What follows belongs to an exercise in optimizing a design on an open flow for small area, a short achievable clock period and few clock cycles per item; a production flow would make more cautious choices. Only simulation tests tie the RTL to the original design; equivalence was not proved.

==> design.v <==
module sha256_compress (
    input  wire         clk,
    input  wire         rst,
    input  wire         go,
    input  wire [511:0] block,    
    input  wire [255:0] h_in,     
    output wire [255:0] h_out,
    output reg          fin
);
    reg [5:0]  t;              
    reg [31:0] kt;
    always @(*) begin
        case (t)
            6'd0:  kt = 32'h428a2f98; 6'd1:  kt = 32'h71374491;
            6'd2:  kt = 32'hb5c0fbcf; 6'd3:  kt = 32'he9b5dba5;
            6'd4:  kt = 32'h3956c25b; 6'd5:  kt = 32'h59f111f1;
            6'd6:  kt = 32'h923f82a4; 6'd7:  kt = 32'hab1c5ed5;
            6'd8:  kt = 32'hd807aa98; 6'd9:  kt = 32'h12835b01;
            6'd10: kt = 32'h243185be; 6'd11: kt = 32'h550c7dc3;
            6'd12: kt = 32'h72be5d74; 6'd13: kt = 32'h80deb1fe;
            6'd14: kt = 32'h9bdc06a7; 6'd15: kt = 32'hc19bf174;
            6'd16: kt = 32'he49b69c1; 6'd17: kt = 32'hefbe4786;
            6'd18: kt = 32'h0fc19dc6; 6'd19: kt = 32'h240ca1cc;
            6'd20: kt = 32'h2de92c6f; 6'd21: kt = 32'h4a7484aa;
            6'd22: kt = 32'h5cb0a9dc; 6'd23: kt = 32'h76f988da;
            6'd24: kt = 32'h983e5152; 6'd25: kt = 32'ha831c66d;
            6'd26: kt = 32'hb00327c8; 6'd27: kt = 32'hbf597fc7;
            6'd28: kt = 32'hc6e00bf3; 6'd29: kt = 32'hd5a79147;
            6'd30: kt = 32'h06ca6351; 6'd31: kt = 32'h14292967;
            6'd32: kt = 32'h27b70a85; 6'd33: kt = 32'h2e1b2138;
            6'd34: kt = 32'h4d2c6dfc; 6'd35: kt = 32'h53380d13;
            6'd36: kt = 32'h650a7354; 6'd37: kt = 32'h766a0abb;
            6'd38: kt = 32'h81c2c92e; 6'd39: kt = 32'h92722c85;
            6'd40: kt = 32'ha2bfe8a1; 6'd41: kt = 32'ha81a664b;
            6'd42: kt = 32'hc24b8b70; 6'd43: kt = 32'hc76c51a3;
            6'd44: kt = 32'hd192e819; 6'd45: kt = 32'hd6990624;
            6'd46: kt = 32'hf40e3585; 6'd47: kt = 32'h106aa070;
            6'd48: kt = 32'h19a4c116; 6'd49: kt = 32'h1e376c08;
            6'd50: kt = 32'h2748774c; 6'd51: kt = 32'h34b0bcb5;
            6'd52: kt = 32'h391c0cb3; 6'd53: kt = 32'h4ed8aa4a;
            6'd54: kt = 32'h5b9cca4f; 6'd55: kt = 32'h682e6ff3;
            6'd56: kt = 32'h748f82ee; 6'd57: kt = 32'h78a5636f;
            6'd58: kt = 32'h84c87814; 6'd59: kt = 32'h8cc70208;
            6'd60: kt = 32'h90befffa; 6'd61: kt = 32'ha4506ceb;
            6'd62: kt = 32'hbef9a3f7; default: kt = 32'hc67178f2;
        endcase
    end
    reg [31:0] a, b, c, d, e, f, g, h;
    reg [31:0] w [0:15];
    reg        running;
    wire [31:0] s1   = {e[5:0], e[31:6]} ^ {e[10:0], e[31:11]} ^ {e[24:0], e[31:25]};
    wire [31:0] ch   = (e & f) ^ (~e & g);
    wire [31:0] t1   = h + s1 + ch + kt + w[0];
    wire [31:0] s0   = {a[1:0], a[31:2]} ^ {a[12:0], a[31:13]} ^ {a[21:0], a[31:22]};
    wire [31:0] maj  = (a & b) ^ (a & c) ^ (b & c);
    wire [31:0] t2   = s0 + maj;
    wire [31:0] ls0  = {w[1][6:0], w[1][31:7]} ^ {w[1][17:0], w[1][31:18]} ^ (w[1] >> 3);
    wire [31:0] ls1  = {w[14][16:0], w[14][31:17]} ^ {w[14][18:0], w[14][31:19]} ^ (w[14] >> 10);
    wire [31:0] wnew = ls1 + w[9] + ls0 + w[0];
    integer i;
    always @(posedge clk) begin
        if (rst) begin
            running <= 1'b0;
            fin     <= 1'b0;
        end else begin
            fin <= 1'b0;
            if (go) begin
                {a, b, c, d, e, f, g, h} <= h_in;
                for (i = 0; i < 16; i = i + 1)
                    w[i] <= block[511 - 32*i -: 32];
                t       <= 6'd0;
                running <= 1'b1;
            end else if (running) begin
                h <= g;
                g <= f;
                f <= e;
                e <= d + t1;
                d <= c;
                c <= b;
                b <= a;
                a <= t1 + t2;
                for (i = 0; i < 15; i = i + 1)
                    w[i] <= w[i+1];
                w[15] <= wnew;
                t <= t + 6'd1;
                if (t == 6'd63) begin
                    running <= 1'b0;
                    fin     <= 1'b1;
                end
            end
        end
    end
    assign h_out = {h_in[255:224] + a, h_in[223:192] + b, h_in[191:160] + c, h_in[159:128] + d,
                    h_in[127:96]  + e, h_in[95:64]    + f, h_in[63:32]    + g, h_in[31:0]     + h};
endmodule
module narind_hmac (
    input  wire         clk,
    input  wire         rst,         
    input  wire         start,
    input  wire [255:0] key,         
    output wire         idle,
    input  wire         in_valid,
    output wire         in_ready,
    input  wire [31:0]  in_data,
    input  wire         in_last,
    output wire         done,
    output wire [127:0] tag
);
    localparam [255:0] IV = {32'h6a09e667, 32'hbb67ae85, 32'h3c6ef372, 32'ha54ff53a,
                             32'h510e527f, 32'h9b05688c, 32'h1f83d9ab, 32'h5be0cd19};
    localparam [255:0] IPAD = {32{8'h36}};
    localparam [255:0] OPAD = {32{8'h5c}};
    localparam [2:0] S_IDLE = 3'd0, S_GO = 3'd1, S_WAIT = 3'd2, S_DATA = 3'd3, S_PAD = 3'd4;
    localparam [1:0] PH_IPAD = 2'd0, PH_MSG = 2'd1, PH_OPAD = 2'd2, PH_FINAL = 2'd3;
    reg [2:0]   state;
    reg [1:0]   phase;
    reg         done_r;
    reg [255:0] key_r;
    reg [255:0] hst;           
    reg [255:0] ihash;         
    reg [31:0]  blk [0:15];    
    reg [3:0]   widx;          
    reg [8:0]   nwords;        
    reg         end_seen;      
    reg         pad80;         
    reg         len_here;      
    reg         last_blk;      
    wire [511:0] blk_flat = {blk[0], blk[1], blk[2],  blk[3],  blk[4],  blk[5],  blk[6],  blk[7],
                             blk[8], blk[9], blk[10], blk[11], blk[12], blk[13], blk[14], blk[15]};
    wire [31:0]  bitlen   = ({23'd0, nwords} + 32'd16) << 5;
    wire         c_go = (state == S_GO);
    wire [255:0] c_hout;
    wire         c_fin;
    sha256_compress u_comp (
        .clk   (clk),
        .rst   (rst),
        .go    (c_go),
        .block (blk_flat),
        .h_in  (hst),
        .h_out (c_hout),
        .fin   (c_fin)
    );
    integer i;
    always @(posedge clk) begin
        if (rst) begin
            state  <= S_IDLE;
            done_r <= 1'b0;
        end else begin
            case (state)
                S_IDLE: begin
                    if (start) begin
                        key_r    <= key;
                        done_r   <= 1'b0;
                        hst      <= IV;
                        for (i = 0; i < 8; i = i + 1) begin
                            blk[i]   <= key[255 - 32*i -: 32] ^ IPAD[31:0];
                            blk[i+8] <= IPAD[31:0];
                        end
                        phase    <= PH_IPAD;
                        nwords   <= 9'd0;
                        end_seen <= 1'b0;
                        pad80    <= 1'b0;
                        len_here <= 1'b0;
                        last_blk <= 1'b0;
                        state    <= S_GO;
                    end
                end
                S_GO: state <= S_WAIT;
                S_WAIT: begin
                    if (c_fin) begin
                        case (phase)
                            PH_IPAD: begin
                                hst   <= c_hout;
                                phase <= PH_MSG;
                                widx  <= 4'd0;
                                state <= S_DATA;
                            end
                            PH_MSG: begin
                                if (last_blk) begin
                                    ihash <= c_hout;
                                    hst   <= IV;
                                    for (i = 0; i < 8; i = i + 1) begin
                                        blk[i]   <= key_r[255 - 32*i -: 32] ^ OPAD[31:0];
                                        blk[i+8] <= OPAD[31:0];
                                    end
                                    phase <= PH_OPAD;
                                    state <= S_GO;
                                end else begin
                                    hst   <= c_hout;
                                    widx  <= 4'd0;
                                    if (end_seen) begin
                                        len_here <= 1'b1;
                                        state    <= S_PAD;
                                    end else begin
                                        state    <= S_DATA;
                                    end
                                end
                            end
                            PH_OPAD: begin
                                hst <= c_hout;
                                for (i = 0; i < 8; i = i + 1)
                                    blk[i] <= ihash[255 - 32*i -: 32];
                                blk[8] <= 32'h80000000;
                                for (i = 9; i < 15; i = i + 1)
                                    blk[i] <= 32'd0;
                                blk[15] <= 32'd768;      
                                phase   <= PH_FINAL;
                                state   <= S_GO;
                            end
                            default: begin
                                hst    <= c_hout;
                                done_r <= 1'b1;
                                state  <= S_IDLE;
                            end
                        endcase
                    end
                end
                S_DATA: begin
                    if (in_valid) begin
                        blk[widx] <= in_data;
                        nwords    <= nwords + 9'd1;
                        if (in_last) begin
                            end_seen <= 1'b1;
                            pad80    <= 1'b1;
                        end
                        if (widx == 4'd15) begin
                            state <= S_GO;
                        end else begin
                            widx <= widx + 4'd1;
                            if (in_last)
                                state <= S_PAD;
                        end
                    end
                end
                S_PAD: begin
                    if (pad80) begin
                        blk[widx] <= 32'h80000000;
                        pad80     <= 1'b0;
                        len_here  <= (widx <= 4'd13);
                    end else if (widx == 4'd15 && len_here) begin
                        blk[widx] <= bitlen;
                    end else begin
                        blk[widx] <= 32'd0;
                    end
                    if (widx == 4'd15) begin
                        last_blk <= !pad80 && len_here;
                        state    <= S_GO;
                    end else begin
                        widx <= widx + 4'd1;
                    end
                end
                default: state <= S_IDLE;
            endcase
        end
    end
    assign idle     = (state == S_IDLE);
    assign in_ready = (state == S_DATA);
    assign done     = done_r;
    assign tag      = hst[255:128];
endmodule
==> run.sh <==
#!/bin/bash
# synth_recipe.tcl (not shown) runs the flow's synth.tcl, then flattens the netlist and writes it again
# the make line also repeats each setting of config.mk as NAME=value (left out here)
make -C /OpenROAD-flow-scripts/flow DESIGN_CONFIG=/design/flow/config.mk WORK_HOME=/design/flow/orfs CLKGATE_MAP_FILE= SYNTH_SCRIPT=/design/flow/synth_recipe.tcl finish
==> config.mk <==
export PLATFORM = sky130hd
export DESIGN_NAME = narind_hmac
export DESIGN_NICKNAME = narind_hmac
export VERILOG_FILES = /design/flow/design.v
export SDC_FILE = /design/flow/constraint.sdc
export NUM_CORES = 4
export LEC_CHECK = 0
export CAP_MARGIN = 20
export CORE_MARGIN = 2
export CORE_UTILIZATION = 40
export SLEW_MARGIN = 20
==> constraint.sdc <==
create_clock -name core_clock -period 10.0 [get_ports {clk}]
set_input_delay 2.0000 -clock core_clock [delete_from_list [all_inputs] [get_ports {clk}]]
set_output_delay 2.0000 -clock core_clock [all_outputs]
set_load 0.01 [all_outputs]
==> summary.txt <==
-- worst min-delay path by stage --
stage | startpoint | endpoint | slack [ps] | depth (start not counted)
floorplan | blk[0][0]$_DFFE_PP_ | u_comp.w[0][0]$_DFFE_PP_ | 480 | 2
global placement | blk[11][27]$_DFFE_PP_ | u_comp.w[11][27]$_DFFE_PP_ | 490 | 2
detailed placement | blk[5][20]$_DFFE_PP_ | u_comp.w[5][20]$_DFFE_PP_ | 490 | 2
CTS | blk[2][22]$_DFFE_PP_ | u_comp.w[2][22]$_DFFE_PP_ | 430 | 2
global route | blk[2][22]$_DFFE_PP_ | u_comp.w[2][22]$_DFFE_PP_ | 460 | 2
finish | blk[2][22]$_DFFE_PP_ | u_comp.w[2][22]$_DFFE_PP_ | 440 | 2
-- stage by stage --
step	setup WS, ps	std cells	TNS, ps	util [%]
3_5_place_dp	1680	14003	0	42.8
6_report	1540	14463	0	45.7
2_1_floorplan	-5430	10417	-3885330	-
3_3_place_gp	1640	14003	0	42.8
5_1_grt	1090	14440	0	45.7
4_1_cts	1560	14439	0	45.7
-- layout make-up --
| class | count | area, um2 | area share (%) |
|---|---|---|---|
| Inverter | 436 | 1660 | 1.30 |
| Clock buffer | 292 | 6290 | 4.93 |
| Timing Repair Buffer | 571 | 5570 | 4.37 |
| Tap cell | 3724 | 4660 | 3.65 |
| Clock inverter | 144 | 1600 | 1.26 |
| Sequential cell | 2111 | 63000 | 49.4 |
| Antenna cell | 24 | 60.1 | 0.0471 |
| Multi-Input combinational cell | 7161 | 44700 | 35.1 |
-- worst max-delay path, delay by kind of cell, from the launching register on --
family / cells / cell delay, ps
buffers and inverters: 2 / 140
flip-flops: 1 / 560
AO/OA/AOI/OAI: 13 / 2410
XOR/XNOR: 4 / 1540
adder cells (fa/ha/maj): 7 / 2920
AND/OR/NAND/NOR: 4 / 540
-- cells in the final DEF, fill, tap and decap left out, types with 182 or more instances in the layout --
cell type        instances
a21oi_1                692
nor2_1                 433
edfxtp_1              2073
clkdlybuf4s50_1        423
inv_1                  429
nand2b_1               182
clkbuf_16              243
xor2_1                 219
fa_1                   195
nand2_1               2400
a211oi_1               188
xnor2_1                379
ha_1                   401
o21ai_0                429
-- sequential cells by signal (all words and copies together), names as in the netlist, 256 cells and up --
register and count:
u_comp.w 512, hst 256, blk 512, ihash 256
key_r 256
-- cells by family after synthesis --
group	Yosys count	synth area share [%]
multiplexers	61	0.582
AND/OR/NAND/NOR	3575	13.4
buffers and inverters	1145	4.27
XOR/XNOR	601	4.69
adder cells (fa/ha/maj)	618	8.15
AO/OA/AOI/OAI	2306	12.7
flip-flops	2111	56.1
-- layer usage --
metal	track usage [%]	vias up	share of wire, %
li1	-	36944	-
met1	43.3	42678	41
met2	49.2	4267	45
met3	4.84	723	8.2
met4	16.7	18	6.1
met5	0	-	0.025
==> flow_metrics.tcl <==
set metrics [dict create \
    status "complete, no violations" \
    synthTopCellsByCount "2407 x nand2_1, 2073 x edfxtp_1, 697 x a21oi_1, 546 x clkbuf_1, 441 x nor2_1" \
    root_buffer "clkbuf_16" \
    synthFlopType "edfxtp_1" \
    crit_slowest_cell "xnor2_1" \
    cts_buffer_depth 4 \
    slowest_delay_ps 690 \
    crit_path_end "u_comp.a[23]$_DFFE_PP_" \
    grt_setup_unrepaired "false" \
    synth_area_leaders "edfxtp_1 55%, nand2_1 8.1%, ha_1 4.5%" \
    finalNetCount 11409 \
    initial_core_util_pct 40.2 \
    hold_viol 0 \
    dpl_cell_area_mm2 0.120 \
    synth.yosys.seq_area_share_pct 56.1 \
    fin_area_mm2 0.128 \
    end_kind "flip-flop" \
    synth_largest_area_cell "edfxtp_1" \
    setup_violations 0 \
    yosysWarnings 3 \
    max_freq_mhz 118 \
    drt_iter0_markers 12236 \
    grt_remaining_overflow 0 \
    hold_path.class "flip-flop to flip-flop" \
    cts_tree "done" \
    slew_viol_final 0 \
    cts_resized 0 \
    cp_max_fo 6 \
    synth_edf_count 2073 \
    cp_common_cell "fa_1" \
    syn-num-nets 11306 \
    syn_to_final_growth_pct 13.7 \
    dieArea_mm2 0.285 \
    row_count 194 \
    io_pins 424 \
    place_hpwl_mm 347 \
    post_cts_buffers 0 \
    synth-seq-cells 2111 \
    final.period_utilization_pct 84.6 \
    crit_type "flip-flop to flip-flop" \
    yosysTopAreaCellShare_pct 55.5 \
    worst_slew_pin_slew_ps 1340 \
    hold_ws_ps 435 \
    die_w_um 534 \
    grt_antenna_before_repair 49 \
    port_buffers 423 \
    routed_via_density 5.85 \
    place.gp.congestion 0.978 \
    crit_arrival_ps 9070 \
    yosysMostFrequentCell "nand2_1" \
    r2r_start "u_comp.e[26]$_DFFE_PP_" \
    coreArea_mm2 0.279 \
    grt_pass1_wl_mm 640 \
    hold_buffers 0 \
    n_fill_cell 25942 \
    htree_levels 4 \
    finalWorstPathRequiredPeriod_ps 8460 \
    syn_area_mm2 0.112 \
    grtUsageTotal_pct 31.8 \
    drive_above_1_share_pct 5.54 \
    syn_avg_cell_area_um2 10.8 \
    cp.required_ps 10600 \
    clock_sinks 2111 \
    ant_nets 0 \
    relSlewSlack_pct 10.4 \
    numCtsBuffers 239 \
    drc_errors 0 \
    reg2reg_slack_ps 1540 \
    clk_latency_ps 940 \
    syn_inst 10417 \
    async_flop_share_pct 0 \
    cp-startpoint "u_comp.e[26]$_DFFE_PP_" \
    vias 84630 \
    finClkSkew_ps 83.8 \
    drtPass1Iterations 7 \
    wirelength_mm 465 \
    grt_max_degree 196 \
    clk_pin_slew_ps 60 \
    synth.distinct_cells 91 \
    drv_cap 0 \
    fp.dieH_um 534 \
    grt_pass1_vias 80393 \
    r2r-end "u_comp.a[23]$_DFFE_PP_" \
    worstRegToRegCells 30 \
    routedWlPerCell_um 32.2 \
    start_kind "flip-flop" \
]
Testbench counts, summed over its fixed seeds: cycles 120,044, frames 192.

-- port drivers added, routing unchanged --
Ports are ideal in the flow. The routed layout listed here was re-timed in OpenROAD. Step 1 assumes that a clkbuf_16 drives the clock port and a buf_2 every other input. Step 2 also shifts input and output timing later by t, the mid clock arrival at the registers, as if the neighbouring blocks saw the same clock. Three values: ideal ports, drivers, drivers and shift; two values: the first two.
shift t [ns]: 1.007
setup WS [ns]: 1.536 / 1.536 / 1.536
worst setup path after step 2: register to register
After both steps setup and hold are still met in this run. The setup slack of this run moves by 0.000 ns with the drivers and by 0.000 ns with both steps.
